Source: an optimization exercise on an open RTL-to-GDS flow (aim: small area, a short achievable clock period and few clock cycles per item). Production flows keep margins and buffers that such runs may drop. Where RTL was checked, it was by simulation tests only, not by an equivalence proof against the original. For runs 3 and 4, only the layout was checked, not whether the RTL still works.

==> flow/design.v <==
module rafter_level (
    input  wire        clk,
    input  wire        rst,
    input  wire        in_valid,
    output wire        in_ready,
    input  wire [9:0]  floor_lvl,
    input  wire [9:0]  intensity,
    input  wire [9:0]  wave_min,
    input  wire [9:0]  wave_max,
    input  wire        c0_hit,
    input  wire [9:0]  c0_level,
    input  wire        c1_hit,
    input  wire [9:0]  c1_level,
    input  wire        follow,
    input  wire [15:0] y,
    input  wire [15:0] yage,
    input  wire [15:0] dl_timeout,
    input  wire [9:0]  dl_lo,
    input  wire [9:0]  dl_hi,
    input  wire [9:0]  dl_min,
    input  wire [15:0] ramp_up,
    input  wire [15:0] ramp_down,
    input  wire [9:0]  deadband,
    input  wire [15:0] refresh,
    input  wire        tick,
    input  wire [15:0] l_in,
    input  wire [9:0]  last_sent_in,
    input  wire        c0_active_in,
    input  wire        pending_in,
    input  wire        refresh_only_in,
    input  wire [15:0] refresh_tmr_in,
    output reg         out_valid,
    input  wire        out_ready,
    output wire [15:0] l_out,
    output wire [9:0]  last_sent_out,
    output wire        c0_active_out,
    output wire        pending_out,
    output wire        refresh_only_out,
    output wire [15:0] refresh_tmr_out,
    output wire        released
);
    function [16:0] add16(input [15:0] a, input [15:0] b, input ci);
        integer k;
        reg c;
        begin
            c = ci;
            for (k = 0; k < 16; k = k + 1) begin
                add16[k] = a[k] ^ b[k] ^ c;
                c = (a[k] & b[k]) | (a[k] & c) | (b[k] & c);
            end
            add16[16] = c;
        end
    endfunction
    function ge16(input [15:0] a, input [15:0] b);
        integer k;
        reg c;
        begin
            c = 1'b1;
            for (k = 0; k < 16; k = k + 1)
                c = (a[k] & ~b[k]) | (a[k] & c) | (~b[k] & c);
            ge16 = c;
        end
    endfunction
    function ge16t(input [15:0] a, input [15:0] b);
        integer k, w;
        reg [15:0] g, e;
        begin
            g = a & ~b;
            e = ~(a ^ b);
            for (w = 1; w < 16; w = w * 2)
                for (k = 0; k < 16; k = k + 2 * w) begin
                    g[k] = g[k + w] | (e[k + w] & g[k]);
                    e[k] = e[k + w] & e[k];
                end
            ge16t = g[0] | e[0];
        end
    endfunction
    function [12:0] add12g(input [11:0] a, input [11:0] b, input ci);
        integer k;
        reg [11:0] g, p;
        reg c, c1;
        begin
            g = a & b;
            p = a ^ b;
            c = ci;
            for (k = 0; k < 12; k = k + 2) begin
                add12g[k] = p[k] ^ c;
                c1 = g[k] | (p[k] & c);
                add12g[k + 1] = p[k + 1] ^ c1;
                c = (g[k + 1] | (p[k + 1] & g[k])) | ((p[k + 1] & p[k]) & c);
            end
            add12g[12] = c;
        end
    endfunction
    function [16:0] add16g(input [15:0] a, input [15:0] b, input ci);
        integer k;
        reg [15:0] g, p;
        reg c, c1;
        begin
            g = a & b;
            p = a ^ b;
            c = ci;
            for (k = 0; k < 16; k = k + 2) begin
                add16g[k] = p[k] ^ c;
                c1 = g[k] | (p[k] & c);
                add16g[k + 1] = p[k + 1] ^ c1;
                c = (g[k + 1] | (p[k + 1] & g[k])) | ((p[k + 1] & p[k]) & c);
            end
            add16g[16] = c;
        end
    endfunction
    function ge16g(input [15:0] a, input [15:0] b);
        integer k;
        reg [15:0] g, p;
        reg c;
        begin
            g = a & ~b;
            p = a | ~b;
            c = 1'b1;
            for (k = 0; k < 16; k = k + 2)
                c = (g[k + 1] | (p[k + 1] & g[k])) | ((p[k + 1] & p[k]) & c);
            ge16g = c;
        end
    endfunction
    function [24:0] add24g(input [23:0] a, input [23:0] b, input ci);
        integer k;
        reg [23:0] g, p;
        reg c, c1;
        begin
            g = a & b;
            p = a ^ b;
            c = ci;
            for (k = 0; k < 24; k = k + 2) begin
                add24g[k] = p[k] ^ c;
                c1 = g[k] | (p[k] & c);
                add24g[k + 1] = p[k + 1] ^ c1;
                c = (g[k + 1] | (p[k + 1] & g[k])) | ((p[k + 1] & p[k]) & c);
            end
            add24g[24] = c;
        end
    endfunction
    function [19:0] mul10cs(input [9:0] a, input [9:0] b);
        integer r;
        reg [19:0] s, c, pp, t;
        begin
            s = {10'd0, a & {10{b[0]}}};
            c = 20'd0;
            for (r = 1; r < 10; r = r + 1) begin
                pp = {10'd0, a & {10{b[r]}}} << r;
                t = s ^ c ^ pp;
                c = ((s & c) | (s & pp) | (c & pp)) << 1;
                s = t;
            end
            mul10cs = add24g({4'd0, s}, {4'd0, c}, 1'b0);
        end
    endfunction
    function [19:0] mul10(input [9:0] a, input [9:0] b);
        integer r, k;
        reg [19:0] acc;
        reg c, p, s;
        begin
            acc = {10'd0, a & {10{b[0]}}};
            for (r = 1; r < 10; r = r + 1) begin
                c = 1'b0;
                for (k = 0; k < 10; k = k + 1) begin
                    p = a[k] & b[r];
                    s = acc[r + k] ^ p ^ c;
                    c = (acc[r + k] & p) | (acc[r + k] & c) | (p & c);
                    acc[r + k] = s;
                end
                acc[r + 10] = c;
            end
            mul10 = acc;
        end
    endfunction
    reg  h_v, k_v;
    reg  rdy;                       
    wire adv = !k_v;
    assign in_ready = rdy;
    reg  [2:0] vld;
    always @(posedge clk) begin
        if (rst) vld <= 0;
        else if (adv) vld <= {vld[1:0], in_valid};
    end
    wire x_v = vld[2];
    wire [9:0] i_floor_lvl = floor_lvl;
    wire [9:0] i_intensity = intensity;
    wire [9:0] i_wave_min = wave_min;
    wire [9:0] i_wave_max = wave_max;
    wire [0:0] i_c0_hit = c0_hit;
    wire [9:0] i_c0_level = c0_level;
    wire [0:0] i_c1_hit = c1_hit;
    wire [9:0] i_c1_level = c1_level;
    wire [0:0] i_follow = follow;
    wire [15:0] i_y = y;
    wire [15:0] i_yage = yage;
    wire [15:0] i_dl_timeout = dl_timeout;
    wire [9:0] i_dl_lo = dl_lo;
    wire [9:0] i_dl_hi = dl_hi;
    wire [9:0] i_dl_min = dl_min;
    wire [15:0] i_ramp_up = ramp_up;
    wire [15:0] i_ramp_down = ramp_down;
    wire [9:0] i_deadband = deadband;
    wire [15:0] i_refresh = refresh;
    wire [0:0] i_tick = tick;
    wire [15:0] i_l_in = l_in;
    wire [9:0] i_last_sent_in = last_sent_in;
    wire [0:0] i_c0_active_in = c0_active_in;
    wire [0:0] i_pending_in = pending_in;
    wire [0:0] i_refresh_only_in = refresh_only_in;
    wire [15:0] i_refresh_tmr_in = refresh_tmr_in;
    wire [9:0] ls = i_c0_hit ? i_c0_level : i_last_sent_in;
    wire [0:0] c0 = i_c0_hit;
    wire [0:0] rel = !i_c0_hit && i_c0_active_in;
    wire [0:0] due = (i_refresh != 16'd0) && (i_refresh_tmr_in == 16'd0 || (i_tick && i_refresh_tmr_in == 16'd1));
    wire [0:0] p_b = !i_c0_hit && (due || i_pending_in);
    wire [0:0] r_b = !i_c0_hit && ((due && !i_pending_in) || i_refresh_only_in);
    wire [9:0] crng = ~i_dl_min;
    wire [9:0] db = i_deadband;
    wire [0:0] i_nz = !i_c1_hit && |i_intensity;
    wire [9:0] wi = i_intensity;
    wire [9:0] wmin = i_wave_min;
    wire [9:0] flr = i_c1_hit ? i_c1_level : i_floor_lvl;
    reg  [9:0] i_wave_min_p1;
    reg  [9:0] i_wave_max_p1;
    reg  [0:0] i_c0_hit_p1;
    reg  [0:0] i_c1_hit_p1;
    reg  [0:0] i_follow_p1;
    reg  [15:0] i_y_p1;
    reg  [15:0] i_yage_p1;
    reg  [15:0] i_dl_timeout_p1;
    reg  [9:0] i_dl_lo_p1;
    reg  [9:0] i_dl_hi_p1;
    reg  [15:0] i_ramp_up_p1;
    reg  [15:0] i_ramp_down_p1;
    reg  [0:0] i_tick_p1;
    reg  [15:0] i_l_in_p1;
    reg  [15:0] i_refresh_tmr_in_p1;
    reg  [9:0] ls_p1;
    reg  [0:0] c0_p1;
    reg  [0:0] rel_p1;
    reg  [0:0] p_b_p1;
    reg  [0:0] r_b_p1;
    reg  [9:0] crng_p1;
    reg  [9:0] db_p1;
    reg  [0:0] i_nz_p1;
    reg  [9:0] wi_p1;
    reg  [9:0] wmin_p1;
    reg  [9:0] flr_p1;
    always @(posedge clk) if (adv) begin
        i_wave_min_p1 <= i_wave_min;
        i_wave_max_p1 <= i_wave_max;
        i_c0_hit_p1 <= i_c0_hit;
        i_c1_hit_p1 <= i_c1_hit;
        i_follow_p1 <= i_follow;
        i_y_p1 <= i_y;
        i_yage_p1 <= i_yage;
        i_dl_timeout_p1 <= i_dl_timeout;
        i_dl_lo_p1 <= i_dl_lo;
        i_dl_hi_p1 <= i_dl_hi;
        i_ramp_up_p1 <= i_ramp_up;
        i_ramp_down_p1 <= i_ramp_down;
        i_tick_p1 <= i_tick;
        i_l_in_p1 <= i_l_in;
        i_refresh_tmr_in_p1 <= i_refresh_tmr_in;
        ls_p1 <= ls;
        c0_p1 <= c0;
        rel_p1 <= rel;
        p_b_p1 <= p_b;
        r_b_p1 <= r_b;
        crng_p1 <= crng;
        db_p1 <= db;
        i_nz_p1 <= i_nz;
        wi_p1 <= wi;
        wmin_p1 <= wmin;
        flr_p1 <= flr;
    end
    wire [16:0] ws_s = add16g({6'd0, i_wave_max_p1}, {6'h3f, ~i_wave_min_p1}, 1'b1);
    wire [9:0] ws = ws_s[9:0];
    wire [16:0] tmr_s = add16g(i_refresh_tmr_in_p1, 16'hffff, 1'b0);
    wire [15:0] tmr = (!c0_p1 && i_tick_p1 && i_refresh_tmr_in_p1 != 16'd0) ? tmr_s[15:0] : i_refresh_tmr_in_p1;
    wire [16:0] up_s = add16g(i_l_in_p1, i_ramp_up_p1, 1'b0);
    wire [16:0] dn_s = add16g(i_l_in_p1, ~i_ramp_down_p1, 1'b1);
    wire [15:0] l_hi = c0_p1 ? {ls_p1, 6'd0} : (i_ramp_up_p1 == 16'd0 || up_s[16]) ? 16'hffff : up_s[15:0];
    wire [15:0] l_lo = c0_p1 ? {ls_p1, 6'd0} : (i_ramp_down_p1 == 16'd0 || !dn_s[16]) ? 16'h0000 : dn_s[15:0];
    wire [0:0] ceil_on = !i_c0_hit_p1 && !i_c1_hit_p1 && i_follow_p1 && i_y_p1[15] && ge16g(i_dl_timeout_p1, i_yage_p1);
    wire [16:0] sp_s = add16g({6'd0, i_dl_hi_p1}, {6'h3f, ~i_dl_lo_p1}, 1'b1);
    wire [16:0] yo_s = add16g({6'd0, i_y_p1[9:0]}, {6'h3f, ~i_dl_lo_p1}, 1'b1);
    wire [0:0] y_gt_lo = !ge16g({6'd0, i_dl_lo_p1}, {6'd0, i_y_p1[9:0]});
    wire [0:0] y_ge_hi = ge16g({6'd0, i_y_p1[9:0]}, {6'd0, i_dl_hi_p1});
    wire [9:0] nsp = ~sp_s[9:0];
    wire [9:0] yc = !(ceil_on && y_gt_lo) ? 10'd0 : y_ge_hi ? sp_s[9:0] : yo_s[9:0];
    wire [19:0] wx = mul10cs(ws, wi_p1);
    wire [0:0] wc = ge16g({6'd0, wx[9:0]}, {6'd0, ~wx[19:10]});
    wire [16:0] wv_s = add16g({6'd0, wmin_p1}, {6'd0, wx[19:10]}, wc);
    wire [9:0] wv = wv_s[9:0] & {10{i_nz_p1}};
    wire [9:0] pre = ge16g({6'd0, wv}, {6'd0, flr_p1}) ? wv : flr_p1;
    wire [19:0] cn = mul10cs(yc, crng_p1);
    wire [9:0] cnh = cn[19:10];
    wire [0:0] cb0 = cn[0];
    wire [0:0] cb1 = cn[1];
    wire [0:0] cb2 = cn[2];
    wire [0:0] cb3 = cn[3];
    wire [0:0] cb4 = cn[4];
    wire [0:0] cb5 = cn[5];
    wire [0:0] cb6 = cn[6];
    wire [0:0] cb7 = cn[7];
    wire [0:0] cb8 = cn[8];
    wire [0:0] cb9 = cn[9];
    wire [12:0] ds9 = add12g({1'b0, cnh, cb9}, {2'b01, nsp}, 1'b1);
    wire [0:0] q9 = ds9[11];
    wire [9:0] rm9 = q9 ? ds9[9:0] : {cnh[8:0], cb9};
    reg  [9:0] ls_p2;
    reg  [0:0] c0_p2;
    reg  [0:0] rel_p2;
    reg  [0:0] p_b_p2;
    reg  [0:0] r_b_p2;
    reg  [9:0] db_p2;
    reg  [15:0] tmr_p2;
    reg  [15:0] l_hi_p2;
    reg  [15:0] l_lo_p2;
    reg  [9:0] nsp_p2;
    reg  [9:0] pre_p2;
    reg  [0:0] cb0_p2;
    reg  [0:0] cb1_p2;
    reg  [0:0] cb2_p2;
    reg  [0:0] cb3_p2;
    reg  [0:0] cb4_p2;
    reg  [0:0] cb5_p2;
    reg  [0:0] cb6_p2;
    reg  [0:0] cb7_p2;
    reg  [0:0] cb8_p2;
    reg  [0:0] q9_p2;
    reg  [9:0] rm9_p2;
    always @(posedge clk) if (adv) begin
        ls_p2 <= ls_p1;
        c0_p2 <= c0_p1;
        rel_p2 <= rel_p1;
        p_b_p2 <= p_b_p1;
        r_b_p2 <= r_b_p1;
        db_p2 <= db_p1;
        tmr_p2 <= tmr;
        l_hi_p2 <= l_hi;
        l_lo_p2 <= l_lo;
        nsp_p2 <= nsp;
        pre_p2 <= pre;
        cb0_p2 <= cb0;
        cb1_p2 <= cb1;
        cb2_p2 <= cb2;
        cb3_p2 <= cb3;
        cb4_p2 <= cb4;
        cb5_p2 <= cb5;
        cb6_p2 <= cb6;
        cb7_p2 <= cb7;
        cb8_p2 <= cb8;
        q9_p2 <= q9;
        rm9_p2 <= rm9;
    end
    wire [12:0] ds8 = add12g({1'b0, rm9_p2, cb8_p2}, {2'b01, nsp_p2}, 1'b1);
    wire [0:0] q8 = ds8[11];
    wire [9:0] rm8 = q8 ? ds8[9:0] : {rm9_p2[8:0], cb8_p2};
    wire [12:0] ds7 = add12g({1'b0, rm8, cb7_p2}, {2'b01, nsp_p2}, 1'b1);
    wire [0:0] q7 = ds7[11];
    wire [9:0] rm7 = q7 ? ds7[9:0] : {rm8[8:0], cb7_p2};
    wire [12:0] ds6 = add12g({1'b0, rm7, cb6_p2}, {2'b01, nsp_p2}, 1'b1);
    wire [0:0] q6 = ds6[11];
    wire [9:0] rm6 = q6 ? ds6[9:0] : {rm7[8:0], cb6_p2};
    wire [12:0] ds5 = add12g({1'b0, rm6, cb5_p2}, {2'b01, nsp_p2}, 1'b1);
    wire [0:0] q5 = ds5[11];
    wire [9:0] rm5 = q5 ? ds5[9:0] : {rm6[8:0], cb5_p2};
    wire [12:0] ds4 = add12g({1'b0, rm5, cb4_p2}, {2'b01, nsp_p2}, 1'b1);
    wire [0:0] q4 = ds4[11];
    wire [9:0] rm4 = q4 ? ds4[9:0] : {rm5[8:0], cb4_p2};
    wire [12:0] ds3 = add12g({1'b0, rm4, cb3_p2}, {2'b01, nsp_p2}, 1'b1);
    wire [0:0] q3 = ds3[11];
    wire [9:0] rm3 = q3 ? ds3[9:0] : {rm4[8:0], cb3_p2};
    reg  [9:0] ls_p3;
    reg  [0:0] c0_p3;
    reg  [0:0] rel_p3;
    reg  [0:0] p_b_p3;
    reg  [0:0] r_b_p3;
    reg  [9:0] db_p3;
    reg  [15:0] tmr_p3;
    reg  [15:0] l_hi_p3;
    reg  [15:0] l_lo_p3;
    reg  [9:0] nsp_p3;
    reg  [9:0] pre_p3;
    reg  [0:0] cb0_p3;
    reg  [0:0] cb1_p3;
    reg  [0:0] cb2_p3;
    reg  [0:0] q9_p3;
    reg  [0:0] q8_p3;
    reg  [0:0] q7_p3;
    reg  [0:0] q6_p3;
    reg  [0:0] q5_p3;
    reg  [0:0] q4_p3;
    reg  [0:0] q3_p3;
    reg  [9:0] rm3_p3;
    always @(posedge clk) if (adv) begin
        ls_p3 <= ls_p2;
        c0_p3 <= c0_p2;
        rel_p3 <= rel_p2;
        p_b_p3 <= p_b_p2;
        r_b_p3 <= r_b_p2;
        db_p3 <= db_p2;
        tmr_p3 <= tmr_p2;
        l_hi_p3 <= l_hi_p2;
        l_lo_p3 <= l_lo_p2;
        nsp_p3 <= nsp_p2;
        pre_p3 <= pre_p2;
        cb0_p3 <= cb0_p2;
        cb1_p3 <= cb1_p2;
        cb2_p3 <= cb2_p2;
        q9_p3 <= q9_p2;
        q8_p3 <= q8;
        q7_p3 <= q7;
        q6_p3 <= q6;
        q5_p3 <= q5;
        q4_p3 <= q4;
        q3_p3 <= q3;
        rm3_p3 <= rm3;
    end
    wire [12:0] ds2 = add12g({1'b0, rm3_p3, cb2_p3}, {2'b01, nsp_p3}, 1'b1);
    wire [0:0] q2 = ds2[11];
    wire [9:0] rm2 = q2 ? ds2[9:0] : {rm3_p3[8:0], cb2_p3};
    wire [12:0] ds1 = add12g({1'b0, rm2, cb1_p3}, {2'b01, nsp_p3}, 1'b1);
    wire [0:0] q1 = ds1[11];
    wire [9:0] rm1 = q1 ? ds1[9:0] : {rm2[8:0], cb1_p3};
    wire [12:0] ds0 = add12g({1'b0, rm1, cb0_p3}, {2'b01, nsp_p3}, 1'b1);
    wire [0:0] q0 = ds0[11];
    wire [10:0] ub = {1'b0, ls_p3} + {1'b0, db_p3};
    wire [10:0] lbv = {1'b0, ls_p3} - {1'b0, db_p3};
    wire [0:0] f_lo = ge16g({6'd0, l_lo_p3[15:6]}, {5'd0, ub}) || (!lbv[10] && ge16g({6'd0, lbv[9:0]}, {6'd0, l_lo_p3[15:6]}));
    wire [0:0] f_hi = ge16g({6'd0, l_hi_p3[15:6]}, {5'd0, ub}) || (!lbv[10] && ge16g({6'd0, lbv[9:0]}, {6'd0, l_hi_p3[15:6]}));
    wire [0:0] ne_lo = l_lo_p3[15:6] != ls_p3;
    wire [9:0] ceiling = ~{q9_p3, q8_p3, q7_p3, q6_p3, q5_p3, q4_p3, q3_p3, q2, q1, q0};
    wire [9:0] target = ge16g({6'd0, pre_p3}, {6'd0, ceiling}) ? ceiling : pre_p3;
    wire [0:0] below = !ge16g({target, 6'd0}, l_lo_p3);
    wire [0:0] above = !ge16g({6'd0, l_hi_p3[15:6]}, {6'd0, target});
    wire [15:0] l_new = below ? l_lo_p3 : above ? l_hi_p3 : {target, 6'd0};
    wire [0:0] f_t = ge16g({6'd0, target}, {5'd0, ub}) || (!lbv[10] && ge16g({6'd0, lbv[9:0]}, {6'd0, target}));
    wire [0:0] eq = below ? (l_lo_p3[15:6] == target && ne_lo) : !above && target != ls_p3;
    wire [0:0] fd = below ? f_lo : above ? f_hi : f_t;
    wire [0:0] other = rel_p3 || fd || eq;
    wire [0:0] pend = !c0_p3 && (other || p_b_p3);
    wire [0:0] ronly = !c0_p3 && !other && r_b_p3;
    reg  [15:0] h_l_out, k_l_out;
    reg  [9:0] h_last_sent_out, k_last_sent_out;
    reg  [0:0] h_c0_active_out, k_c0_active_out;
    reg  [0:0] h_pending_out, k_pending_out;
    reg  [0:0] h_refresh_only_out, k_refresh_only_out;
    reg  [15:0] h_refresh_tmr_out, k_refresh_tmr_out;
    reg  [0:0] h_released, k_released;
    wire h_free = !h_v || out_ready;
    always @(posedge clk) begin
        if (rst) begin
            h_v <= 1'b0;
            k_v <= 1'b0;
            rdy <= 1'b1;
        end else if (h_free) begin
            h_v <= k_v || x_v;
            k_v <= 1'b0;
            rdy <= 1'b1;
        end else if (!k_v && x_v) begin
            k_v <= 1'b1;
            rdy <= 1'b0;
        end
    end
    always @(posedge clk) if (h_free) begin
        h_l_out <= k_v ? k_l_out : l_new;
        h_last_sent_out <= k_v ? k_last_sent_out : ls_p3;
        h_c0_active_out <= k_v ? k_c0_active_out : c0_p3;
        h_pending_out <= k_v ? k_pending_out : pend;
        h_refresh_only_out <= k_v ? k_refresh_only_out : ronly;
        h_refresh_tmr_out <= k_v ? k_refresh_tmr_out : tmr_p3;
        h_released <= k_v ? k_released : rel_p3;
    end
    always @(posedge clk) if (!k_v) begin
        k_l_out <= l_new;
        k_last_sent_out <= ls_p3;
        k_c0_active_out <= c0_p3;
        k_pending_out <= pend;
        k_refresh_only_out <= ronly;
        k_refresh_tmr_out <= tmr_p3;
        k_released <= rel_p3;
    end
    always @(*) out_valid = h_v;
    assign l_out = h_l_out;
    assign last_sent_out = h_last_sent_out;
    assign c0_active_out = h_c0_active_out;
    assign pending_out = h_pending_out;
    assign refresh_only_out = h_refresh_only_out;
    assign refresh_tmr_out = h_refresh_tmr_out;
    assign released = h_released;
endmodule
==> flow/run.sh <==
#!/bin/bash
# synth_recipe.tcl (not shown) runs the flow's synth.tcl, then flattens the netlist and writes it again
# the make line also repeats each setting of config.mk as NAME=value (left out here)
make -C /OpenROAD-flow-scripts/flow DESIGN_CONFIG=/design/flow/config.mk WORK_HOME=/design/flow/orfs CLKGATE_MAP_FILE= SYNTH_SCRIPT=/design/flow/synth_recipe.tcl finish
==> flow/config.mk <==
export PLATFORM = sky130hd
export DESIGN_NAME = rafter_level
export DESIGN_NICKNAME = rafter_level
export VERILOG_FILES = /design/flow/design.v
export SDC_FILE = /design/flow/constraint.sdc
export NUM_CORES = 4
export LEC_CHECK = 0
export CAP_MARGIN = 20
export CORE_MARGIN = 2
export CORE_UTILIZATION = 40
export CTS_BUF_LIST = sky130_fd_sc_hd__clkbuf_4 sky130_fd_sc_hd__clkbuf_8
export CTS_CLUSTER_SIZE = 30
export SLEW_MARGIN = 20
==> flow/constraint.sdc <==
create_clock -name core_clock -period 70.0 [get_ports {clk}]
set_input_delay 14.0000 -clock core_clock [delete_from_list [all_inputs] [get_ports {clk}]]
set_output_delay 14.0000 -clock core_clock [all_outputs]
set_load 0.01 [all_outputs]
==> run summary, run 1 <==
Logic synthesis
The most used flip-flop cell after synthesis is edfxtp_1. Each instance of the synthesized netlist takes up on average roughly 12 sq um. After technology mapping, the gate count stands at approximately 2,900. Of the post-synthesis cell area, the part taken by muxes is 4.113%. By area the synthesized netlist is led by edfxtp_1 42%, fa_1 13%, ha_1 9.8%. The most used standard cell by instance count after synthesis is edfxtp_1. For this run, the number of Yosys warnings is 1. The synthesized design devotes to its leading area cell type 41.72% of total area. Of the total synthesized cell area, the portion taken by XOR and XNOR cells is 3.330%.

The commonest cells after synthesis are 475 x edfxtp_1, 355 x inv_1, 268 x ha_1. After synthesis the netlist holds a flip-flop and latch count of 527. The cell area that synthesis handed to floorplanning was 34,190 sq um. Of the total synthesized cell area, the portion taken by AND, OR, NAND and NOR gates is 9.379%. The most area-hungry cell type in the Yosys netlist is edfxtp_1. The adder and majority gate portion of the synthesized area is 24.33%. When the netlist entered floorplanning its net count stood at 3,634. The combinational family with the most area after synthesis is adder cells. The sequential cell area fraction in the yosys report is 44.76%. The share of async-settable or async-resettable flops after synthesis is 0%. The count of flip-flops with a built-in enable after synthesis is 475.

The unique cell type count in the Yosys netlist is 86. The synthesized netlist devotes 9.368% of its cell area to compound gates.

STA
Between clock sinks in the finished design, the worst skew comes to 51.38 ps. Timing would allow up to ~64 MHz. The final hold violation count is 0. Dividing the final minimum period by the clock period gives 22.42%. Measured against its own limit, the worst slew margin works out to 27.95%. Setup repair after global routing left no endpoint under its margin. The measured slew at the worst slew-check pin is 1081 ps. The count of pins over their slew limit came to 0.

The final period demand of the worst path is 15,700 ps. Setup total negative slack on the finished layout was measured at 0 ps. Setup violations remaining at the end of the flow were counted as 0.

The worst hold margin is 388.5 ps.

Setup path
The endpoint required time on the critical path is 70,420 ps. The peak fanout along the critical path is 16. The buffer and inverter count on the worst path is 7. The depth of the worst register-to-register path is 75. The critical path is of the reg2reg type. The largest single stage delay on the critical path is 580 ps. For flop-to-flop paths, the worst setup slack is between 50,000 and 60,000 ps. The worst setup path is launched from a register. The critical path's slowest cell is edfxtp_1. The worst register-to-register path begins at nsp_p2[0]. The endpoint class of the critical path is a register. Among the stages of the critical path, the cell type that occurs most often is a21o_1. At the worst endpoint, the arrival time is approximately 16,000 ps. The end of the worst register-to-register path is rm3_p3[3]. The cell family contributing the most delay on the critical path is compound AO/OA/AOI/OAI gates.

Flow run
Max-cap violations in this run came to 0.

Global routing
The global-route met3 utilization is 3.116%. The via count of the first global-routing pass is 22,220. The met1 track demand over resource in global routing is about 23%. The most heavily used metal layer in global routing is met2. The global-route wire length before repair is 118.6 mm. The pin count of the biggest net entering global routing is 178. The total grt overflow is 0.

In the global route stage, met2 resource usage came out at 28.70%. Global routing consumed, over all layers together, 17.16% of the routing resources. The initial antenna violation count is 1.

Layout
The layout cell share with drive strength beyond 1 is 8.920%. The final design utilization is a little under half. The finished layout holds 4,441 standard cells, fillers aside. From synthesis to final layout, the design area changed by 17.93%. The final-stage net count is 3,966.

After routing the design area is 40,320 sq um.

CTS
The number of setup buffers added after CTS is 0. TritonCTS built the clock tree. The buffer type at the clock tree root is clkbuf_8. The clock reaches the later pin of the worst-skew pair after 710 ps. The number of hold buffers added after CTS was 0. The number of buffers created by CTS is 92. After clock tree synthesis, the clock-pin slew on the worst setup and hold paths is around 60 ps. The tree built by TritonCTS fans out to approximately 530 sinks.

The number of H-tree branching levels is 3. Gates resized during post-CTS repair numbered 0. The buffer levels on the longest clock path is 3.

Placement
The placed wire-length estimate after detailed placement is 58.47 mm. Buffers placed on the I/O ports in this run total 291. The placed cell count is 4,274. Routability-driven placement finished with a final weighted congestion of 0.9103. Once placement finished, the instance area stood at 38,410 sq um.

Drt
The detail-routed net length per standard cell is 16.80 um. The count of antenna-violating nets left after detailed routing is 0. The detailed-route DRC error count is 0. The wire length reported by the detailed router is 74.60 mm. For this block, the via count after detailed routing is about 22,000. The detailed router's first-iteration violation count is approximately 1,200.

The number of iterations in the first detailed-routing pass is 5. Using the TritonRoute via totals, the vias-per-cell ratio works out to roughly 5.

Hold path
The worst min-delay path startpoint is l_hi_p2[13]. The worst hold path belongs to the class reg2reg. The worst hold path was traced through 0 stages. The capture endpoint of the worst hold path is l_hi_p3[13].

Floorplanning
The die height is 296.4 um. The initialized floorplan defines 107 standard-cell rows. The area of the placeable core is 84,880 sq um. Measured along the x axis, the die boundary spans 296.4 um.

The top-level I/O count is between 200 and 300. The die area is 87,830 sq um. The effective utilization at floorplan is 40.28%.

Outcome
The run finished with no timing, DRC or antenna violations.
-- cell families (layout without fill, tap and decap cells) --
group / Yosys count / count (layout)
compound gates: 477 / 477
xor+xnor: 130 / 130
mux: 129 / 129
other cells: 0 / 1
flops: 527 / 527
fa+ha+maj: 539 / 539
buf+inv: 426 / 830
simple gates: 664 / 664
-- layout by cell type, fill, tap and decap left out, types with 50 or more instances in the layout --
master and count:
a21oi_1 111, and2_1 70, clkbuf_8 92, clkdlybuf4s50_1 291, dfxtp_1 51, edfxtp_1 475
fa_1 225, ha_1 268, inv_1 354, mux2_2 92, nand2_1 241, nand3_1 50
nor2_1 121, o21ai_0 102, xnor2_1 77, xor2_1 53
-- final cells by class --
type | count | area, sq um
fillers | 7823 | 44560
clock inverters | 43 | 409.1
flip-flops and latches | 527 | 15310
clock buffers | 123 | 1499
well taps | 1144 | 1431
diodes | 1 | 2.502
multi-input cells | 1939 | 17280
repair buffers | 308 | 3053
inverters | 356 | 1344
-- metal layers --
metal  share of wire (%)  vias up
li1                    -    10810
met1                  46    10500
met2                  48      443
met3                 4.5      113
met4                 2.1        0
met5                   0        -
-- per-stage QoR --
| step | setup WS [ps] |
|---|---|
| floorplan | 54330 |
| global placement | 54150 |
| detailed placement | 54130 |
| CTS | 54160 |
| global route | 52710 |
| finish | 54300 |
-- worst register-to-register path: cells and delay by family, from the launching register on --
family	cells	cell delay, ps
AO/OA/AOI/OAI	47	8730
buffers and inverters	7	1290
multiplexers	5	1530
flip-flops	1	580
adder cells (fa/ha/maj)	6	1730
AND/OR/NAND/NOR	10	1610
-- worst max path at each step --
stage | start | endpoint | cells past startpoint
5_1_grt | nsp_p2[0] | rm3_p3[7] | 77
2_1_floorplan | out_ready | rdy | 2
4_1_cts | nsp_p2[0] | rm3_p3[7] | 76
6_report | nsp_p2[0] | rm3_p3[3] | 75
3_5_place_dp | c0_hit | ls_p1[5] | 2
3_3_place_gp | c0_hit | ls_p1[6] | 2
Testbench counts, summed over its fixed seeds: cycles 19,232, items 19,200.
==> inputs of run 2 (changes only) <==
--- a/flow/config.mk
+++ b/flow/config.mk
@@ -10,4 +10,2 @@
 export CORE_UTILIZATION = 40
-export CTS_BUF_LIST = sky130_fd_sc_hd__clkbuf_4 sky130_fd_sc_hd__clkbuf_8
-export CTS_CLUSTER_SIZE = 30
 export SLEW_MARGIN = 20
==> run 2 against run 1 <==
Effect of this change:
- final cell count fell by 1.3%
- sequential share of layout area about the same
- largest cell class unchanged
- non-clock buffer count is the same
- hold slack better by 8.0 ps
- critical path depth unchanged
- highest routed layer is now met5
- critical endpoint unchanged
==> run summary, run 2 <==
Outcome
The run finished with no timing, DRC or antenna violations.

Floorplanning
The die area is 87,830 sq um. The initial utilization of the core area, before any placement, comes to 40.28%. The die height is 296.4 um. The area of the placeable core is about 85,000 sq um. The top-level I/O count is about 300. Measured along the x axis, the die boundary spans 296.4 um.

Row generation in the floorplan step produced 107 rows.

Logic synthesis
The combinational family with the most area after synthesis is adder cells. The portion of synthesized area spent on multiplexers is 4.113%. The most used standard cell by instance count after synthesis is edfxtp_1.

Counting instances in the post-synthesis netlist gives the leading cell types as 475 x edfxtp_1, 355 x inv_1, 268 x ha_1. The mapped cell area is around 34,000 sq um. Of the total synthesized cell area, the portion taken by XOR and XNOR cells is 3.330%.

The total number of yosys warnings is 1. Summing the areas of all fa, ha and maj instances in the mapped netlist gives 24.33% of the synthesized area. The area fraction of the dominant cell type after synthesis is 41.72%.

Of all cell types, the one taking the most synthesized area is edfxtp_1. The synthesized design contains 475 enable-type register cells. The leading register cell type out of synthesis is edfxtp_1.

After synthesis the netlist holds a flip-flop and latch count of 527. The net count after synthesis is between 3,000 and 4,000. Summing the areas of all compound-gate instances in the mapped netlist gives about a tenth of the synthesized area. The share of async-settable or async-resettable flops after synthesis is 0%. The mean area per synthesized cell is 11.82 sq um. The unique cell type count in the Yosys netlist is between 80 and 90. The share of the Yosys chip area taken by registers is 44.76%.

The post-synthesis instance total is 2,892. In the post-synthesis netlist, the biggest area contributors are edfxtp_1 42%, fa_1 13%, ha_1 9.8%. After Yosys synthesis, and, or, nand and nor cells account for 9.379% of the synthesized area.

Setup path
Data on the critical path is required at its endpoint by about 70,000 ps. The peak fanout along the critical path is 16. STA classifies the critical path startpoint as a register. The cell type with the highest occurrence count on the critical path is a21o_1. STA classifies the critical path endpoint as a register.

The largest incremental delay on the critical path is 570 ps. The worst endpoint data arrival time is around 16,000 ps. By startpoint and endpoint, the worst setup path is classified as reg2reg.

The slowest stage of the critical path is the edfxtp_1 cell.

Layout
The total inserted antenna cells is 0. The area growth from synthesis to layout is 17.98%. In the layout the commonest cells are 475 x edfxtp_1, 354 x inv_1, 291 x clkdlybuf4s50_1. The net count of the finished layout is 3,933. The most common library cell in the layout ignoring fill and taps is edfxtp_1. In the final layout, the share of cells above drive strength 1 is 6.916%.

CTS
After clock tree synthesis, the flow added hold-fix buffers numbering 0. Clock tree synthesis found a total of 527 sinks. The clock insertion delay at the later pin of the skew report is 660 ps. The buffer type at the clock tree root is clkbuf_16.

The number of clock buffers added by TritonCTS is between 50 and 60. The number of gates resized after CTS is 0. The number of setup buffers added after CTS is 0. Clock-pin slew was measured on the worst setup and hold paths at 60 ps. The buffer levels on the longest clock path is 3. The H-tree was split into 2 levels. The clock tree from TritonCTS is done.

Drt
For this block, the initial DRC count from the detailed router was 1,122. In this run the remaining antenna-violating nets after routing total 0. After detailed routing, the number of remaining DRC violations is 0. The number of iterations in the first detailed-routing pass is 6. The final route contains 21,680 vias.

In the final routed layout, each cell accounts on average for around 17 um. The wire length reported by the detailed router is 74.23 mm. The average via count per standard cell is between 4 and 5.

Placement
Buffers placed on the I/O ports in this run total 291. The placed wire-length estimate after detailed placement is between 50 and 60 mm. The final RePlAce weighted congestion is 0.9103.

Global routing
The pin count of the biggest net entering global routing is between 150 and 200. Global routing used 17.00% of the available tracks across all layers. The initial antenna violation count is 1. Summed over all layers, the global routing overflow is 0. The global-route wire length before repair is 118.0 mm.

The via count of the first global-routing pass came to 21,920.

STA
The final hold violation count was 0. For the pin with the worst max-slew slack, the measured transition is between 1000 and 1500 ps. The total negative setup slack is 0 ps.

The count of pins over their slew limit is 0. Measured against its own limit, the worst slew margin works out to 29.62%. The worst path needs between 15,000 and 20,000 ps of the cycle, external delays included. Setup repair after global routing left no endpoint under its margin. In the finished design, the share of the clock period the worst path needs comes to between 20% and 30%. The highest clock rate is roughly 64 MHz. On the final layout, the worst clock skew is 74.94 ps. The setup-violating endpoint count in the final report is 0.

The worst hold margin is 396.5 ps.

Flow run
The max-capacitance violation count is 0.

Hold path
The class of the most critical hold timing path is reg2reg.
==> run 2: cell counts after synthesis <==
No cell type changed its count.
==> run 2: logic make-up (layout without fill, tap and decap cells) <==
logic type	count (synthesis)	in the layout
and+or+nand+nor	664	664
buffers and inverters	426	773
DFF	527	527
adders and majority gates	539	539
muxes	129	129
xor gates and xnor gates	130	130
AOI/OAI and AO/OA	477	477
==> run 2: worst paths after layout <==
kind / startpoint / end / slack (ps) / cells past startpoint
worst min register to register: l_hi_p2[6] / l_hi_p3[6] / 400 / 0
worst min-delay path: l_hi_p2[6] / l_hi_p3[6] / 400 / 0
worst max-delay path: nsp_p2[0] / rm3_p3[3] / 54330 / 75
worst max register to register: nsp_p2[0] / rm3_p3[3] / 54330 / 75
==> run 2: routing by layer <==
layer  up-vias  share of wire, %  GRT usage, %
met5         -             0.015             0
met4         2               2.2         4.065
met3        97               4.2         2.496
met2       419                48         28.83
met1     10450                46         22.97
li1      10720                 -             -
==> run 2: metrics by stage <==
step | utilization, % | instances | instance area [sq um] | setup slack (ps)
3_3_place_gp | 45.25 | 4274 | 38410 | 54150
4_1_cts | 47.52 | 4383 | 40340 | 54190
2_1_floorplan | - | 2892 | 34190 | 54330
6_report | 47.52 | 4383 | 40340 | 54330
3_5_place_dp | 45.25 | 4274 | 38410 | 54130
5_1_grt | 47.52 | 4383 | 40340 | 52730
==> run 2: final cells by class <==
class	instances	area (sq um)
flip-flops and latches	527	15310
clock buffers	76	1550
clock inverters	33	375.4
inverters	356	1344
multi-input cells	1939	17280
repair buffers	308	3053
fillers	7782	44540
well taps	1144	1431
==> run 2: critical path: cells and delay by family, from the launching register on <==
| family | cells | cell delay [ps] |
|---|---|---|
| AOI/OAI and AO/OA | 46 | 8350 |
| adders and majority gates | 6 | 1730 |
| buffers and inverters | 7 | 1260 |
| DFF | 1 | 570 |
| muxes | 5 | 1520 |
| and+or+nand+nor | 11 | 1940 |
==> inputs of run 3 (changes only) <==
--- a/flow/design.v
+++ b/flow/design.v
@@ -211,11 +211,7 @@
     wire [15:0] i_refresh_tmr_in = refresh_tmr_in;
-    wire [9:0] ls = i_c0_hit ? i_c0_level : i_last_sent_in;
+    wire [9:0] ls = c0 ? i_c0_level : i_last_sent_in;
     wire [0:0] c0 = i_c0_hit;
-    wire [0:0] rel = !i_c0_hit && i_c0_active_in;
-    wire [0:0] due = (i_refresh != 16'd0) && (i_refresh_tmr_in == 16'd0 || (i_tick && i_refresh_tmr_in == 16'd1));
-    wire [0:0] p_b = !i_c0_hit && (due || i_pending_in);
-    wire [0:0] r_b = !i_c0_hit && ((due && !i_pending_in) || i_refresh_only_in);
+    wire [0:0] ref_nz = i_refresh != 16'd0;
     wire [9:0] crng = ~i_dl_min;
     wire [9:0] db = i_deadband;
-    wire [0:0] i_nz = !i_c1_hit && |i_intensity;
     wire [9:0] wi = i_intensity;
@@ -237,2 +233,5 @@
     reg  [15:0] i_l_in_p1;
+    reg  [0:0] i_c0_active_in_p1;
+    reg  [0:0] i_pending_in_p1;
+    reg  [0:0] i_refresh_only_in_p1;
     reg  [15:0] i_refresh_tmr_in_p1;
@@ -240,8 +239,5 @@
     reg  [0:0] c0_p1;
-    reg  [0:0] rel_p1;
-    reg  [0:0] p_b_p1;
-    reg  [0:0] r_b_p1;
+    reg  [0:0] ref_nz_p1;
     reg  [9:0] crng_p1;
     reg  [9:0] db_p1;
-    reg  [0:0] i_nz_p1;
     reg  [9:0] wi_p1;
@@ -264,2 +260,5 @@
         i_l_in_p1 <= i_l_in;
+        i_c0_active_in_p1 <= i_c0_active_in;
+        i_pending_in_p1 <= i_pending_in;
+        i_refresh_only_in_p1 <= i_refresh_only_in;
         i_refresh_tmr_in_p1 <= i_refresh_tmr_in;
@@ -267,8 +266,5 @@
         c0_p1 <= c0;
-        rel_p1 <= rel;
-        p_b_p1 <= p_b;
-        r_b_p1 <= r_b;
+        ref_nz_p1 <= ref_nz;
         crng_p1 <= crng;
         db_p1 <= db;
-        i_nz_p1 <= i_nz;
         wi_p1 <= wi;
@@ -277,8 +273,13 @@
     end
+    wire [0:0] rel = !c0_p1 && i_c0_active_in_p1;
+    wire [0:0] due = ref_nz_p1 && (i_refresh_tmr_in_p1 == 16'd0 || (i_tick_p1 && i_refresh_tmr_in_p1 == 16'd1));
+    wire [0:0] p_b = !c0_p1 && (due || i_pending_in_p1);
+    wire [0:0] r_b = !c0_p1 && ((due && !i_pending_in_p1) || i_refresh_only_in_p1);
     wire [16:0] ws_s = add16g({6'd0, i_wave_max_p1}, {6'h3f, ~i_wave_min_p1}, 1'b1);
     wire [9:0] ws = ws_s[9:0];
-    wire [16:0] tmr_s = add16g(i_refresh_tmr_in_p1, 16'hffff, 1'b0);
+    wire [0:0] i_nz = !i_c1_hit_p1 && |wi_p1;
+    wire [16:0] tmr_s = add16(i_refresh_tmr_in_p1, 16'hffff, 1'b0);
     wire [15:0] tmr = (!c0_p1 && i_tick_p1 && i_refresh_tmr_in_p1 != 16'd0) ? tmr_s[15:0] : i_refresh_tmr_in_p1;
-    wire [16:0] up_s = add16g(i_l_in_p1, i_ramp_up_p1, 1'b0);
-    wire [16:0] dn_s = add16g(i_l_in_p1, ~i_ramp_down_p1, 1'b1);
+    wire [16:0] up_s = add16(i_l_in_p1, i_ramp_up_p1, 1'b0);
+    wire [16:0] dn_s = add16(i_l_in_p1, ~i_ramp_down_p1, 1'b1);
     wire [15:0] l_hi = c0_p1 ? {ls_p1, 6'd0} : (i_ramp_up_p1 == 16'd0 || up_s[16]) ? 16'hffff : up_s[15:0];
@@ -295,3 +296,3 @@
     wire [16:0] wv_s = add16g({6'd0, wmin_p1}, {6'd0, wx[19:10]}, wc);
-    wire [9:0] wv = wv_s[9:0] & {10{i_nz_p1}};
+    wire [9:0] wv = wv_s[9:0] & {10{i_nz}};
     wire [9:0] pre = ge16g({6'd0, wv}, {6'd0, flr_p1}) ? wv : flr_p1;
@@ -312,2 +313,5 @@
     wire [9:0] rm9 = q9 ? ds9[9:0] : {cnh[8:0], cb9};
+    wire [12:0] ds8 = add12g({1'b0, rm9, cb8}, {2'b01, nsp}, 1'b1);
+    wire [0:0] q8 = ds8[11];
+    wire [9:0] rm8 = q8 ? ds8[9:0] : {rm9[8:0], cb8};
     reg  [9:0] ls_p2;
@@ -331,5 +335,5 @@
     reg  [0:0] cb7_p2;
-    reg  [0:0] cb8_p2;
     reg  [0:0] q9_p2;
-    reg  [9:0] rm9_p2;
+    reg  [0:0] q8_p2;
+    reg  [9:0] rm8_p2;
     always @(posedge clk) if (adv) begin
@@ -337,5 +341,5 @@
         c0_p2 <= c0_p1;
-        rel_p2 <= rel_p1;
-        p_b_p2 <= p_b_p1;
-        r_b_p2 <= r_b_p1;
+        rel_p2 <= rel;
+        p_b_p2 <= p_b;
+        r_b_p2 <= r_b;
         db_p2 <= db_p1;
@@ -354,12 +358,9 @@
         cb7_p2 <= cb7;
-        cb8_p2 <= cb8;
         q9_p2 <= q9;
-        rm9_p2 <= rm9;
+        q8_p2 <= q8;
+        rm8_p2 <= rm8;
     end
-    wire [12:0] ds8 = add12g({1'b0, rm9_p2, cb8_p2}, {2'b01, nsp_p2}, 1'b1);
-    wire [0:0] q8 = ds8[11];
-    wire [9:0] rm8 = q8 ? ds8[9:0] : {rm9_p2[8:0], cb8_p2};
-    wire [12:0] ds7 = add12g({1'b0, rm8, cb7_p2}, {2'b01, nsp_p2}, 1'b1);
+    wire [12:0] ds7 = add12g({1'b0, rm8_p2, cb7_p2}, {2'b01, nsp_p2}, 1'b1);
     wire [0:0] q7 = ds7[11];
-    wire [9:0] rm7 = q7 ? ds7[9:0] : {rm8[8:0], cb7_p2};
+    wire [9:0] rm7 = q7 ? ds7[9:0] : {rm8_p2[8:0], cb7_p2};
     wire [12:0] ds6 = add12g({1'b0, rm7, cb6_p2}, {2'b01, nsp_p2}, 1'b1);
@@ -376,2 +377,5 @@
     wire [9:0] rm3 = q3 ? ds3[9:0] : {rm4[8:0], cb3_p2};
+    wire [12:0] ds2 = add12g({1'b0, rm3, cb2_p2}, {2'b01, nsp_p2}, 1'b1);
+    wire [0:0] q2 = ds2[11];
+    wire [9:0] rm2 = q2 ? ds2[9:0] : {rm3[8:0], cb2_p2};
     reg  [9:0] ls_p3;
@@ -389,3 +393,2 @@
     reg  [0:0] cb1_p3;
-    reg  [0:0] cb2_p3;
     reg  [0:0] q9_p3;
@@ -397,3 +400,4 @@
     reg  [0:0] q3_p3;
-    reg  [9:0] rm3_p3;
+    reg  [0:0] q2_p3;
+    reg  [9:0] rm2_p3;
     always @(posedge clk) if (adv) begin
@@ -412,5 +416,4 @@
         cb1_p3 <= cb1_p2;
-        cb2_p3 <= cb2_p2;
         q9_p3 <= q9_p2;
-        q8_p3 <= q8;
+        q8_p3 <= q8_p2;
         q7_p3 <= q7;
@@ -420,10 +423,8 @@
         q3_p3 <= q3;
-        rm3_p3 <= rm3;
+        q2_p3 <= q2;
+        rm2_p3 <= rm2;
     end
-    wire [12:0] ds2 = add12g({1'b0, rm3_p3, cb2_p3}, {2'b01, nsp_p3}, 1'b1);
-    wire [0:0] q2 = ds2[11];
-    wire [9:0] rm2 = q2 ? ds2[9:0] : {rm3_p3[8:0], cb2_p3};
-    wire [12:0] ds1 = add12g({1'b0, rm2, cb1_p3}, {2'b01, nsp_p3}, 1'b1);
+    wire [12:0] ds1 = add12g({1'b0, rm2_p3, cb1_p3}, {2'b01, nsp_p3}, 1'b1);
     wire [0:0] q1 = ds1[11];
-    wire [9:0] rm1 = q1 ? ds1[9:0] : {rm2[8:0], cb1_p3};
+    wire [9:0] rm1 = q1 ? ds1[9:0] : {rm2_p3[8:0], cb1_p3};
     wire [12:0] ds0 = add12g({1'b0, rm1, cb0_p3}, {2'b01, nsp_p3}, 1'b1);
@@ -432,6 +433,6 @@
     wire [10:0] lbv = {1'b0, ls_p3} - {1'b0, db_p3};
-    wire [0:0] f_lo = ge16g({6'd0, l_lo_p3[15:6]}, {5'd0, ub}) || (!lbv[10] && ge16g({6'd0, lbv[9:0]}, {6'd0, l_lo_p3[15:6]}));
-    wire [0:0] f_hi = ge16g({6'd0, l_hi_p3[15:6]}, {5'd0, ub}) || (!lbv[10] && ge16g({6'd0, lbv[9:0]}, {6'd0, l_hi_p3[15:6]}));
+    wire [0:0] f_lo = ge16({6'd0, l_lo_p3[15:6]}, {5'd0, ub}) || (!lbv[10] && ge16({6'd0, lbv[9:0]}, {6'd0, l_lo_p3[15:6]}));
+    wire [0:0] f_hi = ge16({6'd0, l_hi_p3[15:6]}, {5'd0, ub}) || (!lbv[10] && ge16({6'd0, lbv[9:0]}, {6'd0, l_hi_p3[15:6]}));
     wire [0:0] ne_lo = l_lo_p3[15:6] != ls_p3;
-    wire [9:0] ceiling = ~{q9_p3, q8_p3, q7_p3, q6_p3, q5_p3, q4_p3, q3_p3, q2, q1, q0};
+    wire [9:0] ceiling = ~{q9_p3, q8_p3, q7_p3, q6_p3, q5_p3, q4_p3, q3_p3, q2_p3, q1, q0};
     wire [9:0] target = ge16g({6'd0, pre_p3}, {6'd0, ceiling}) ? ceiling : pre_p3;
==> run 3 against run 2 <==
Effect of this change:
- still clean on timing, DRC and antenna
- sequential cell count is the same
- non-clock buffer count shrank 4
- first-iteration DRC count grew 0.80%
- synthesized cell count shrank 2.5%
- hold slack gained 15 ps
- design area shrank 0.90%
- synthesized area shrank 1.1%
- worst setup slack gained 93 ps
- utilization grew 0.24 points
- global-route usage grew 0.40 points
- clock skew shrank 9.0 ps
==> run summary, run 3 <==
Logic synthesis
After synthesis the netlist holds a flip-flop and latch count of around 530. The most area-hungry cell type in the Yosys netlist is edfxtp_1. After Yosys synthesis, full adders, half adders and majority gates account for between 20 and 25% of the synthesized area. In the synthesized netlist the dominant register cell turns out to be edfxtp_1.

The post-synthesis instance total is 2,821. The synthesized netlist contains 93 unique library cells. The xor-xnor portion of the synthesized cell area is approximately 2.8%.

In this run, synthesis inferred around 480 flip-flops with an integrated enable. After Yosys synthesis, and, or, nand and nor cells account for under 10% of the synthesized area. Of all flip-flops after synthesis, the portion carrying an async set or reset was 0%. The mapped cell area is 33,800 sq um. The multiplexer share of the synthesized area is around 4.3%.

The fraction of the mapped netlist area in compound gates is 9.762%. The sequential cell area fraction in the yosys report is about 45%. For this run, the number of Yosys warnings is 1. The mean area per synthesized cell is about 12 sq um. Ranked by total cell area, the synthesized netlist is headed by edfxtp_1 42%, fa_1 14%, ha_1 9.0%.

The combinational family with the most area after synthesis is adder cells. Among all cell types in the netlist, the one instantiated most often is edfxtp_1. After synthesis, the most frequently instantiated cells are 475 x edfxtp_1, 355 x inv_1, 244 x ha_1. The area fraction of the dominant cell type after synthesis is a little over two fifths. Synthesis produced a netlist with a net count of 3,554.

Placement
The placed wire-length estimate after detailed placement is 58.30 mm. The final RePlAce weighted congestion is 0.8807. Timing analysis after detailed placement gives a worst setup slack of between 50,000 and 60,000 ps.

Summing all placed instances gives a cell area of 37,930 sq um. In this run the tool buffered the top-level ports with slightly below 300 buffer cells. The number of placed instances, taps included, is 4,186.

Setup path
The worst-case register-to-register setup slack is 54,980 ps. The worst endpoint data arrival time is roughly 1600 ps. For the worst setup path, the data required time is 56,000 ps. The reg-to-reg startpoint is nsp_p2[0]. The peak fanout along the critical path is 1. Walking the worst path, the cells encountered are clkdlybuf4s50_1. On the worst path, the slowest cell contributes a delay of between 500 and 600 ps. The kind of launch point of the worst setup path is a register. The type of the worst setup path is reg2out. Together, buffers and inverters on the worst path number 1. The launching instance or port of the critical path is h_l_out[6]. The largest individual stage delay along the critical path comes from the cell clkdlybuf4s50_1.

The endpoint class of the critical path is an output pin. The family with the most delay on the worst path is buffers and inverters.

STA
The worst path setup slack after routing is 54,420 ps. Clock skew on the completed layout was measured at approximately 66 ps. The total negative setup slack is 0 ps. For the pin with the worst max-slew slack, the measured transition is 997.6 ps. The final hold violation count was 0. Counting I/O delays and the setup requirement, the final critical path takes 15,580 ps. The setup-violating endpoint count in the final report is 0.

The worst slew margin relative to its limit is ~33%. Setup repair after global routing left no endpoint under its margin. The highest clock rate is 64.18 MHz. The count of pins over their slew limit is 0. The share of the clock period used by the worst path after layout is 22.26%.

Global routing
The pin count of the biggest net entering global routing is between 150 and 200. Global routing finished with a remaining overflow of 0. The global-route wire length before repair is around 120 mm. Global routing used between 10% and 20% of the available tracks. The initial antenna violation count came to 2. The via count of the first global-routing pass came to 22,980.

CTS
The register clock-pin slew on the reported worst setup and hold paths is 60 ps. The buffer levels on the longest clock path is 3. After clock tree synthesis, the flow added hold-fix buffers numbering 0.

Buffers inserted during clock tree synthesis total 57. The number of H-tree branching levels is 2. The clock net sink count is 527.

The number of gates resized after CTS is 0. The clock insertion delay at the later pin of the skew report is around 650 ps. After clock tree synthesis, the setup repair step added 0 buffers. In this run the clock root is driven by a clkbuf_16. The clock tree from TritonCTS is done.

Layout
The area growth from synthesis to layout is 18.26%. The total inserted antenna cells is 0. The top cell types in the final layout, fill and taps aside, are 475 x edfxtp_1, 354 x inv_1, 291 x clkdlybuf4s50_1. With fillers left out, the area of the finished cells amounts to approximately 40,000 sq um. The number of filler cells placed in the layout is 7,499. The layout cell share with drive strength beyond 1 is 7.816%.

The final-stage net count is 3,845. The library cell used most frequently in the layout, excluding fill and tap cells, is edfxtp_1. After the flow finishes, the layout carries non-filler instances totaling 4,294.

Floorplanning
The die area is 86,840 sq um. Measured along the x axis, the die boundary spans 294.7 um. The initial utilization of the core area, before any placement, comes to approximately 40%. The floorplan step set the die height to about 300 um. The floorplan has 106 rows. The top-level I/O count is 297. The region available for standard cell placement spans 83,690 sq um.

Drt
The detailed-route DRC error count is 0. The detail-routed net length per standard cell is ~17 um. The detailed router's first-iteration violation count is 1,131. The count of nets left with antenna violations once routing finished came out at 0. The average via count per standard cell is 5.070. Before antenna repair, the detailed router went through 5 iterations. The detailed router placed around 22,000 vias in this run. Wires add up to 74.82 mm.

Hold path
The worst hold path begins at l_lo_p2[14]. The class of the most critical hold timing path is reg2reg.

Outcome
The run finished with no timing, DRC or antenna violations.

Flow run
Max-cap violations in this run came to 0.
-- run 3: changes by cell type after synthesis, sizes merged, moves of 10 or more --
| cell | previous run | this run |
|---|---|---|
| and2 | 70 | 51 |
| fa | 225 | 240 |
| ha | 268 | 244 |
| maj3 | 46 | 27 |
| nand2 | 242 | 221 |
| nand3 | 50 | 32 |
| nor2 | 122 | 150 |
| nor2b | 38 | 49 |
| o211ai | 21 | 9 |
| or3 | 16 | 6 |
| xor2 | 53 | 40 |
-- run 3: area by class of cell --
class,instances,area (sq um),share of cell area (%)
multi-input combinational,1865,16850,42.16
timing repair buffer,304,3020,7.556
clock inverter,47,591.8,1.481
inverter,357,1348,3.371
tap,1134,1419,3.550
clock buffer,60,1438,3.596
sequential,527,15310,38.29
-- run 3: per-layer routing --
layer | routed length [um] | vias up | GRT usage, % | share of wire [%]
met1 | 33390 | 10690 | 23.10 | 45
met3 | 4176 | 113 | 3.167 | 5.6
met4 | 1961 | 4 | 4.866 | 2.6
met5 | 27 | - | 0 | 0.036
li1 | - | 10450 | - | -
met2 | 35260 | 518 | 29.16 | 47
-- run 3: worst paths after layout --
kind,end,cells after the start
setup reg to reg,rm2_p3[1],70
hold reg to reg,l_lo_p3[14],0
hold / removal,l_lo_p3[14],0
setup / recovery,l_out[6],1
-- run 3: kinds of logic (layout without fill, tap and decap cells) --
| logic type | count (synthesis) | count (layout) |
|---|---|---|
| buf+inv | 429 | 768 |
| flops | 527 | 527 |
| simple gates | 632 | 632 |
| fa+ha+maj | 511 | 511 |
| xor+xnor | 108 | 108 |
| mux | 130 | 130 |
| compound gates | 484 | 484 |
-- run 3: stage by stage --
stage                     util (%)  hold WS, ps
after detailed placement     45.32        404.5
after CTS                    47.75        411.8
final                        47.76        411.6
after floorplan                  -        400.3
after global placement       45.32        400.6
after global routing         47.76        421.0
==> inputs of run 4 (changes only) <==
--- a/flow/design.v
+++ b/flow/design.v
@@ -141,2 +141,21 @@
     endfunction
+    function [3:0] cmp4gt(input [15:0] a, input [15:0] b);
+        integer k, i;
+        reg g;
+        begin
+            for (k = 0; k < 4; k = k + 1) begin
+                g = 1'b0;
+                for (i = 0; i < 4; i = i + 1)
+                    g = (a[4 * k + i] & ~b[4 * k + i]) | (~(a[4 * k + i] ^ b[4 * k + i]) & g);
+                cmp4gt[k] = g;
+            end
+        end
+    endfunction
+    function [3:0] cmp4eq(input [15:0] a, input [15:0] b);
+        integer k;
+        begin
+            for (k = 0; k < 4; k = k + 1)
+                cmp4eq[k] = a[4 * k +: 4] == b[4 * k +: 4];
+        end
+    endfunction
     function [19:0] mul10cs(input [9:0] a, input [9:0] b);
@@ -217,12 +236,10 @@
     wire [9:0] wi = i_intensity;
-    wire [9:0] wmin = i_wave_min;
     wire [9:0] flr = i_c1_hit ? i_c1_level : i_floor_lvl;
+    wire [0:0] ceil_pre = !i_c0_hit && !i_c1_hit && i_follow && i_y[15];
+    wire [3:0] to_gt = cmp4gt(i_dl_timeout, i_yage);
+    wire [3:0] to_eq = cmp4eq(i_dl_timeout, i_yage);
     reg  [9:0] i_wave_min_p1;
     reg  [9:0] i_wave_max_p1;
-    reg  [0:0] i_c0_hit_p1;
     reg  [0:0] i_c1_hit_p1;
-    reg  [0:0] i_follow_p1;
     reg  [15:0] i_y_p1;
-    reg  [15:0] i_yage_p1;
-    reg  [15:0] i_dl_timeout_p1;
     reg  [9:0] i_dl_lo_p1;
@@ -243,4 +260,6 @@
     reg  [9:0] wi_p1;
-    reg  [9:0] wmin_p1;
     reg  [9:0] flr_p1;
+    reg  [0:0] ceil_pre_p1;
+    reg  [3:0] to_gt_p1;
+    reg  [3:0] to_eq_p1;
     always @(posedge clk) if (adv) begin
@@ -248,8 +267,4 @@
         i_wave_max_p1 <= i_wave_max;
-        i_c0_hit_p1 <= i_c0_hit;
         i_c1_hit_p1 <= i_c1_hit;
-        i_follow_p1 <= i_follow;
         i_y_p1 <= i_y;
-        i_yage_p1 <= i_yage;
-        i_dl_timeout_p1 <= i_dl_timeout;
         i_dl_lo_p1 <= i_dl_lo;
@@ -270,4 +285,6 @@
         wi_p1 <= wi;
-        wmin_p1 <= wmin;
         flr_p1 <= flr;
+        ceil_pre_p1 <= ceil_pre;
+        to_gt_p1 <= to_gt;
+        to_eq_p1 <= to_eq;
     end
@@ -286,3 +303,3 @@
     wire [15:0] l_lo = c0_p1 ? {ls_p1, 6'd0} : (i_ramp_down_p1 == 16'd0 || !dn_s[16]) ? 16'h0000 : dn_s[15:0];
-    wire [0:0] ceil_on = !i_c0_hit_p1 && !i_c1_hit_p1 && i_follow_p1 && i_y_p1[15] && ge16g(i_dl_timeout_p1, i_yage_p1);
+    wire [0:0] ceil_on = ceil_pre_p1 && (to_gt_p1[3] || (to_eq_p1[3] && (to_gt_p1[2] || (to_eq_p1[2] && (to_gt_p1[1] || (to_eq_p1[1] && (to_gt_p1[0] || to_eq_p1[0])))))));
     wire [16:0] sp_s = add16g({6'd0, i_dl_hi_p1}, {6'h3f, ~i_dl_lo_p1}, 1'b1);
@@ -295,3 +312,3 @@
     wire [0:0] wc = ge16g({6'd0, wx[9:0]}, {6'd0, ~wx[19:10]});
-    wire [16:0] wv_s = add16g({6'd0, wmin_p1}, {6'd0, wx[19:10]}, wc);
+    wire [16:0] wv_s = add16g({6'd0, i_wave_min_p1}, {6'd0, wx[19:10]}, wc);
     wire [9:0] wv = wv_s[9:0] & {10{i_nz}};
--- a/flow/config.mk
+++ b/flow/config.mk
@@ -10,2 +10,3 @@
 export CORE_UTILIZATION = 40
+export CTS_CLUSTER_SIZE = 22
 export SLEW_MARGIN = 20
==> run 4 against run 3 <==
Effect of this change:
- final cell count decreased by 3.5%
- register-to-register slack about the same
- maximum frequency increased by 0.15%
- critical path type unchanged
- largest cell class unchanged
==> run summary, run 4 <==
CTS
Once the clock tree was built, the setup fixing pass inserted 0 buffers. In this run the deepest clock path goes through 3 buffers. The count of hold-fix buffers inserted at cts is 0. The clock tree synthesis step divided the H-tree into 2 levels.

The clock net sink count is 502. The clock insertion delay at the later pin of the skew report is 630 ps. The register clock-pin slew on the reported worst setup and hold paths is roughly 60 ps. TritonCTS built the clock tree.

In this run, post-CTS repair resized a total of 0 instances. The number of buffers created by CTS is 55. The buffer type at the clock tree root is clkbuf_16.

Logic synthesis
In the synthesized netlist, the cells that appear most often are 450 x edfxtp_1, 352 x inv_1, 260 x ha_1. Summed over its instances, the top area cell type makes up 41.21% of the synthesized netlist area. In this run, distinct cell masters in the synthesized netlist total 92. The most area-hungry cell type in the Yosys netlist is edfxtp_1. The sequential cell area fraction in the yosys report is about 44%.

For this run, the number of Yosys warnings is 1. For this run, the leading register cell type out of synthesis is edfxtp_1. The share of async-settable or async-resettable flops after synthesis is 0%. The synthesized design contains 502 register bits. The net count after synthesis is 3,479. The mapped cell area is 32,790 sq um. Dividing the synthesized area by the synthesized cell count gives about 12 sq um. Synthesis produced around 2,700 cells.

The count of flip-flops with a built-in enable after synthesis is between 400 and 500. The most used standard cell by instance count after synthesis is edfxtp_1. Sorting the synthesized cells by area gives the leading types as edfxtp_1 41%, fa_1 15%, ha_1 9.9%.

Global routing
The overall track demand over capacity in global routing is between 10% and 20%. Global routing consumed, on the met1 layer, 22.10% of the routing resources. The initial antenna violation count is 3. The first global-routing pass estimated 118.3 mm of wire.

The via count of the first global-routing pass came to approximately 22,000. Entering global routing, the biggest net connects ~120 pins. Summed over all layers, the global routing overflow is 0. In the global route stage, met2 resource usage came out at a little under a third. The global-route met3 utilization is 3.281%. The most heavily used metal layer in global routing is met2.

STA
The count of pins over their slew limit is 0. At the pin with the least slew margin, the transition time is roughly 1100 ps. The share of the clock period used by the worst path after layout is 22.22%. Setup violations remaining at the end of the flow were counted as 0. Setup repair after global routing left no endpoint under its margin. Setup total negative slack on the finished layout was measured at 0 ps.

The final clock skew is 36.06 ps. The worst slew margin relative to its limit is between 20 and 30%. On the final layout, the worst hold slack is 409.5 ps. After layout, the minimum clock period comes to 15,560 ps. The final hold violation count was 0. The highest clock rate is between 60 and 70 MHz.

Setup path
STA classifies the critical path endpoint as an output pin. The family with the most delay on the worst path is buffers and inverters. The slowest stage of the critical path is the clkdlybuf4s50_1 cell. STA puts the critical path data required time at 56,000 ps. STA puts the critical path data arrival time at around 1600 ps. Traced cell by cell, the critical path runs through clkdlybuf4s50_1. The kind of launch point of the worst setup path is a register. The type of the worst setup path is reg2out.

The peak fanout along the critical path is 1. On the worst path, the slowest cell contributes a delay of just over 600 ps. Counting both buffers and inverters, the worst setup path holds a total of 1.

Placement
The wire-length estimate of the detail-placed layout is between 50 and 60 mm. The final RePlAce weighted congestion is 0.8992. The placed cell count is 4,040. Input and output buffers added on the ports amount to a little under 300.

Floorplanning
The die outline width is 290.3 um. Pin placement for this block handled 297 I/O pins. For this configuration, the core starts out at a cell density of 40.19%.

The floorplan step defined a die boundary enclosing 84,290 sq um. The area of the placeable core is around 82,000 sq um. The die is roughly 290 um tall.

The floorplan has approximately 110 rows.

Hold path
In this run the worst hold path is classified as reg2reg.

Drt
The detailed router's first-iteration violation count is ~980. Dividing the detail-routed via count by the number of cells gives 5.053. Summing over every cut layer, the via total after detailed routing is 20,940. The detailed-route DRC error count is 0. For this run, the detailed router's first-pass iteration total came to 5. The count of antenna-violating nets left after detailed routing is 0. Wires add up to 72.44 mm. In the final routed layout, each cell accounts on average for 17.49 um.

Layout
The layout cell share with drive strength beyond 1 is 7.520%. At the end of the flow, the number of nets in the layout was 3,776. Relative to the synthesized area, the layout overhead comes to 18.25%. The non-filler instance count after layout is 4,143.

In the layout the commonest cells are 450 x edfxtp_1, 351 x inv_1, 291 x clkdlybuf4s50_1. The number of filler cells placed in the layout is roughly 7,200. The most common library cell in the layout ignoring fill and taps is edfxtp_1.

Flow run
Across the run, the number of max-cap violations was 0.

Outcome
The run finished with no timing, DRC or antenna violations.
==> run 4: changes by cell type in the layout (fill, tap and decap cells not counted), moves of 8 or more <==
cell,delta
nor2b_1,-18
edfxtp_1,-25
o211ai_1,+9
o31ai_1,-8
and2_1,+32
clkbuf_1,+8
nor2_1,-39
nand3_1,-10
nor3_1,+15
nand2_1,-13
ha_1,+16
==> run 4: worst register-to-register path, delay by kind of cell (launching register included) <==
kind	cells	cell delay [ps]
adders and majority gates	19	7550
muxes	1	500
buffers and inverters	4	220
and+or+nand+nor	9	1470
DFF	1	420
AOI/OAI and AO/OA	19	4660
==> run 4: kinds of logic (layout without fill, tap and decap cells) <==
family / after synthesis / in the layout / synth area share (%)
simple gates: 595 / 595 / 8.863
fa+ha+maj: 537 / 537 / 25.72
flops: 502 / 502 / 44.38
compound gates: 454 / 454 / 9.409
buf+inv: 418 / 760 / 4.819
mux: 121 / 121 / 4.056
xor+xnor: 103 / 103 / 2.751
other cells: 0 / 1 / 0
==> run 4: per-layer routing <==
| metal | vias to the layer above | wire, um | part of all wire [%] |
|---|---|---|---|
| li1 | 10120 | - | - |
| met1 | 10250 | 31450 | 43 |
| met2 | 458 | 35590 | 49 |
| met3 | 101 | 3763 | 5.2 |
| met4 | 4 | 1613 | 2.2 |
| met5 | - | 26 | 0.036 |
==> run 4: final cells by class <==
type / count / area [sq um] / area share [%]
multi-input combinational: 1810 / 16660 / 42.98
sequential: 502 / 14560 / 37.54
timing repair buffer: 306 / 3025 / 7.802
clock buffer: 68 / 1445 / 3.727
tap: 1070 / 1339 / 3.452
inverter: 352 / 1329 / 3.427
clock inverter: 34 / 416.7 / 1.074
antenna: 1 / 2.502 / 0.006453
==> run 4: final timing paths <==
kind,from,endpoint,slack [ps],cells past startpoint
setup / recovery,h_last_sent_out[1],last_sent_out[1],54440,1
hold / removal,l_lo_p2[7],l_lo_p3[7],410,0
setup reg to reg,i_dl_hi_p1[0],rm8_p2[5],54980,52
hold reg to reg,l_lo_p2[7],l_lo_p3[7],410,0
==> run 4: through the flow <==
step	area [sq um]	util (%)	worst slack, ps
after global routing	38770	47.53	53950
after global placement	36910	45.25	54050
after CTS	38770	47.53	54380
final	38780	47.53	54440
after floorplan	32790	-	54330
after detailed placement	36910	45.25	54030

afterwards: timing with drivers on the ports:
The results above use ideal ports. As a check the final layouts listed here were re-extracted and re-timed, cells and wires unchanged. Step 1: set_driving_cell puts a clkbuf_16 on clk and a buf_2 on each other input, an assumption about the parent block. Step 2, shift: input delay + t, output delay - t, t = (earliest + latest rising clock arrival at the registers) / 2. This alone moves slack from input paths to output paths. Three values: no drivers, after step 1, after step 2; two values: the first two.
run	t, ns	setup slack, ns	clock arrival spread, ns	worst register clock-pin slew, ns
run 1	0.752	54.303 / 54.292 / 54.146	0.051 / 0.052	0.07 / 0.07
run 2	0.686	54.327 / 54.319 / 54.191	0.076 / 0.076	0.06 / 0.06
run 3	0.679	54.420 / 54.355 / 54.297	0.067 / 0.067	0.07 / 0.07
run 4	0.676	54.443 / 54.378 / 54.026	0.036 / 0.037	0.06 / 0.06
After both steps setup and hold are still met in every run listed. The setup slack of run 4, which loses most, moves by -0.065 ns with the drivers and by -0.417 ns with both steps.
